Background: an optimization exercise with open tools, aiming at small area and a short achievable clock period. Do not read the settings as production practice. Where RTL was checked, it was by simulation tests only, not by an equivalence proof against the original.

// rs108_line_dec
module rs108_line_dec (
    input  wire         clk,
    input  wire         rst,
    input  wire         in_valid,
    input  wire [319:0] in_data,
    input  wire         in_mark_en,
    input  wire [3:0]   in_mark_dev,
    input  wire         in_retry_en,
    input  wire         in_reread,
    output reg          out_valid,
    output reg          out_last,
    output reg  [255:0] out_data,
    output reg  [2:0]   out_kind,
    output reg  [3:0]   out_dev,
    output reg  [3:0]   out_beat
);
    reg       second_q;
    reg       mark_en_q;
    reg [3:0] mark_dev_q;
    reg       retry_en_q;
    reg       reread_q;
    reg [7:0] bad_q;
    reg [7:0] nz_q;
    reg [3:0] loc_q;
    reg       wbad_q;
    reg [2:0] wbadb_q;
    reg       wnz_q;
    reg [2:0] wnzb_q;
    reg [3:0] wloc_q;
    wire       mark_en  = second_q ? mark_en_q  : in_mark_en;
    wire [3:0] mark_dev = second_q ? mark_dev_q : in_mark_dev;
    wire [9:0] msel;
  ...
clock: 16.5 ns
lec_check: 0
cap_margin: 20
core_margin: 2
core_utilization: 40
slew_margin: 20
run.sh (not shown) runs the stock make flow with config.mk's settings and CLKGATE_MAP_FILE= SYNTH_SCRIPT=/design/flow/synth_recipe.tcl, a recipe that flattens the netlist after the stock synthesis.
The starting point finished clean.
Next try:
==> flow/flow/run.sh (new file) <==
#!/bin/bash
# Layout flow: the standard ORFS flow (standard.sh), with every input and
# output port buffered by a sky130_fd_sc_hd__buf_2 instead of the default
# port buffer cell. make's full output goes to make.log here; ORFS keeps each
# step's log under orfs/logs/.
set -euo pipefail
bash standard.sh "BUFFER_PORTS_ARGS=-buffer_cell sky130_fd_sc_hd__buf_2" finish > make.log 2>&1
==> flow/standard.sh (new file) <==
#!/bin/bash
# synth_recipe.tcl (not shown) runs the flow's synth.tcl, then flattens the netlist and writes it again
# the make line also repeats each setting of config.mk as NAME=value (left out here)
make -C /OpenROAD-flow-scripts/flow DESIGN_CONFIG=/design/flow/config.mk WORK_HOME=/design/flow/orfs CLKGATE_MAP_FILE= SYNTH_SCRIPT=/design/flow/synth_recipe.tcl "${@:-finish}"
CORE_UTILIZATION = 60   (was 40)
removed: flow/run.sh
Outcome: The new run finished with timing, DRC and antenna clean. Maximum frequency came out higher by roughly a tenth. Critical path depth stays the same. Synthesized cell count stays the same. Global-route usage rises by 8.8 points. Worst hold slack is worse by 0.014 ns. Design area falls by roughly a tenth.

---

04-07:
Another version of the RTL of rs108_line_dec (not shown whole).
Size: roughly 2500 cells after synthesis, about 390 flip-flops, ~0.025 mm^2 of cells after synthesis.
export LEC_CHECK = 0
export CAP_MARGIN = 20
export CORE_MARGIN = 2
export CORE_UTILIZATION = 60
export SLEW_MARGIN = 20
create_clock -name core_clock -period 16.5 [get_ports {clk}]
standard.sh (not shown) runs the stock make flow with config.mk's settings and CLKGATE_MAP_FILE= SYNTH_SCRIPT=/design/flow/synth_recipe.tcl, a recipe that flattens the netlist after the stock synthesis.
==> flow/flow/run.sh <==
#!/bin/bash
# Layout flow: the standard ORFS flow (standard.sh), with every input and
# output port buffered by a sky130_fd_sc_hd__buf_2 instead of the default
# port buffer cell. make's full output goes to make.log here; ORFS keeps each
# step's log under orfs/logs/.
set -euo pipefail
bash standard.sh "BUFFER_PORTS_ARGS=-buffer_cell sky130_fd_sc_hd__buf_2" finish > make.log 2>&1
Looking at the reports, 04-07 completed the entire flow and the layout it produced met the timing, design-rule and antenna checks.
--- input diff 04-07..01-15 ---
- putting CTS_BUF_LIST at sky130_fd_sc_hd__clkbuf_4 where nothing was set
==> summary.txt <==
Comparing the two runs side by side, 01-15 comes out behind 04-07 on slack of the critical path. Delta (01-15 minus 04-07): sequential share of layout area neither gained nor lost much, worst hold margin rose by 0.015 ns, total global routing track utilization climbed 0.23 points. 01-15 — area growth from synthesis to layout 0.65 points lower, 04-07 as reference.
Function was not checked in any run of this note: the RTL went through the layout flow alone.

---

Setup of red:
rs108_line_dec, a different RTL version from the one above (not shown whole).
Size in the first run: about 2500 cells after synthesis, roughly 400 flip-flops, roughly 25000 sq um of cells after synthesis.
==> flow/config.mk <==
export PLATFORM = sky130hd
export DESIGN_NAME = rs108_line_dec
export DESIGN_NICKNAME = rs108_line_dec
export VERILOG_FILES = /design/flow/design.v
export SDC_FILE = /design/flow/constraint.sdc
export NUM_CORES = 4
export LEC_CHECK = 0
export CAP_MARGIN = 20
export CORE_MARGIN = 2
export CORE_UTILIZATION = 70
export CTS_BUF_LIST = sky130_fd_sc_hd__clkbuf_8
export SLEW_MARGIN = 20
==> flow/constraint.sdc <==
create_clock -name core_clock -period 16.5 [get_ports {clk}]
set_input_delay 3.3000 -clock core_clock [delete_from_list [all_inputs] [get_ports {clk}]]
set_output_delay 3.3000 -clock core_clock [all_outputs]
set_load 0.01 [all_outputs]
==> flow/flow/run.sh <==
#!/bin/bash
set -euo pipefail
bash standard.sh "BUFFER_PORTS_ARGS=-buffer_cell sky130_fd_sc_hd__buf_1" \
  "SETUP_SLACK_MARGIN=10.5" finish > make.log 2>&1
[inputs] blue vs red
Settings: changing CORE_UTILIZATION from 70 to 60; removing CTS_BUF_LIST (formerly sky130_fd_sc_hd__clkbuf_8).
==> flow/flow/run.sh <==
#!/bin/bash
set -euo pipefail
bash standard.sh "BUFFER_PORTS_ARGS=-buffer_cell sky130_fd_sc_hd__buf_2" \
  "SETUP_SLACK_MARGIN=11.5" finish > make.log 2>&1
blue: it failed with a tool error in global routing (5_1_grt), so there are no final results.
For die height, dividing the value from blue by the value from red gives 1.08.
Compared with red, blue shows weighted congestion at the end of routability-driven global placement that has gone down by a few percent.
| overall die width | higher: blue |
blue vs. red: number of cells upsized or downsized after cts went up 780%, number of CTS-inserted buffers went down 26, cell area reported after detailed placement went up 9.5%, final HPWL from detailed placement went up 2.1 mm, simple logic cell fraction of the synthesized area held.
Diff blue..red | I/O pin count | unchanged
Looking only at floorplan row count, and setting everything else aside, the lower value of red and blue goes to red.
blue vs. red: worst setup slack after placement went up by 0.43 ns.
diff inputs: blue => green
Settings: changing CORE_UTILIZATION from 60 to 70.
==> flow/flow/run.sh <==
#!/bin/bash
set -euo pipefail
bash standard.sh "BUFFER_PORTS_ARGS=-buffer_cell sky130_fd_sc_hd__buf_1" \
  "SETUP_SLACK_MARGIN=10.6" finish > make.log 2>&1
Findings:
- Comparing blue and green, the lower post-place instance area is on green.
- Diff blue..green | H-tree depth | negligible
- green completed end to end with timing, DRC and antenna clean.
- The final weighted congestion in routability-driven placement reported for green is greater than that of blue by about 5%.
- green: number of resized instances in the post-cts repair step 84% below blue
- From green to blue, post-synthesis net count did not move at all.
- Number of buffers inserted by post-CTS setup repair (lower): green
- green gives less cell count after placement than blue did.
[inputs] orange vs green
==> flow/flow/run.sh <==
#!/bin/bash
set -euo pipefail
bash standard.sh "BUFFER_PORTS_ARGS=-buffer_cell sky130_fd_sc_hd__buf_2" \
  "SETUP_SLACK_MARGIN=10.5" finish > make.log 2>&1
[summary]
- Summary — non-clock buffer count, orange relative to green: lower, by about 5.5%.
- First-pass GRT wire length delta (orange − green): unfavourable
- Delta (orange minus green): setup slack shrank by 0.062 ns, slew of the pin with the lowest slew margin rose by 0.068 ns.
- Against green, orange comes in 0.0097 ns lower on hold slack.
- Going from green to orange, final core utilization moved down; data arrival at the endpoint of the critical path moved up.

==> port drivers added, routing unchanged <==
How much do the figures lean on ideal ports? The routed layouts below were timed once more, with nothing changed but the port constraints.
Step 1 sets driving cells, clkbuf_16 on the clock port and buf_2 on the other inputs (assumed; they add their load-dependent delay and slew).
Step 2 moves the port delays by t, midway between the first and last clock arrival at a register: inputs arrive t later, outputs are due t later. That takes back most of the time a late clock gives input paths.
Slacks: no drivers / after step 1 / after step 2; pairs: no drivers / after step 1.
| run | t (ns) | setup WS [ns] | worst setup path at the end | slew at the worst register clock pin (ns) | worst data-port slew with drivers (ns) |
|---|---|---|---|---|---|
| the first run of note 1 | 0.613 | 8.915 / 8.933 / 8.319 | input to register | 0.06 / 0.06 | 0.12 |
| the second run of note 1 | 0.609 | 9.565 / 9.594 / 8.985 | input to register | 0.06 / 0.06 | 0.09 |
| 04-07 | 0.640 | 9.611 / 9.552 / 9.441 | input to register | 0.06 / 0.06 | 0.10 |
| 01-15 | 0.881 | 9.308 / 9.250 / 9.459 | input to register | 0.07 / 0.07 | 0.11 |
| red | 0.678 | 10.456 / 10.413 / 9.811 | input to register | 0.07 / 0.07 | 0.13 |
| green | 0.630 | 10.517 / 10.463 / 9.965 | input to register | 0.07 / 0.07 | 0.15 |
| orange | 0.625 | 10.455 / 10.396 / 9.920 | input to register | 0.07 / 0.07 | 0.16 |
After both steps every run listed still meets setup and hold. The setup slack of red, which loses most, moves by -0.043 ns with the drivers and by -0.645 ns with both steps.
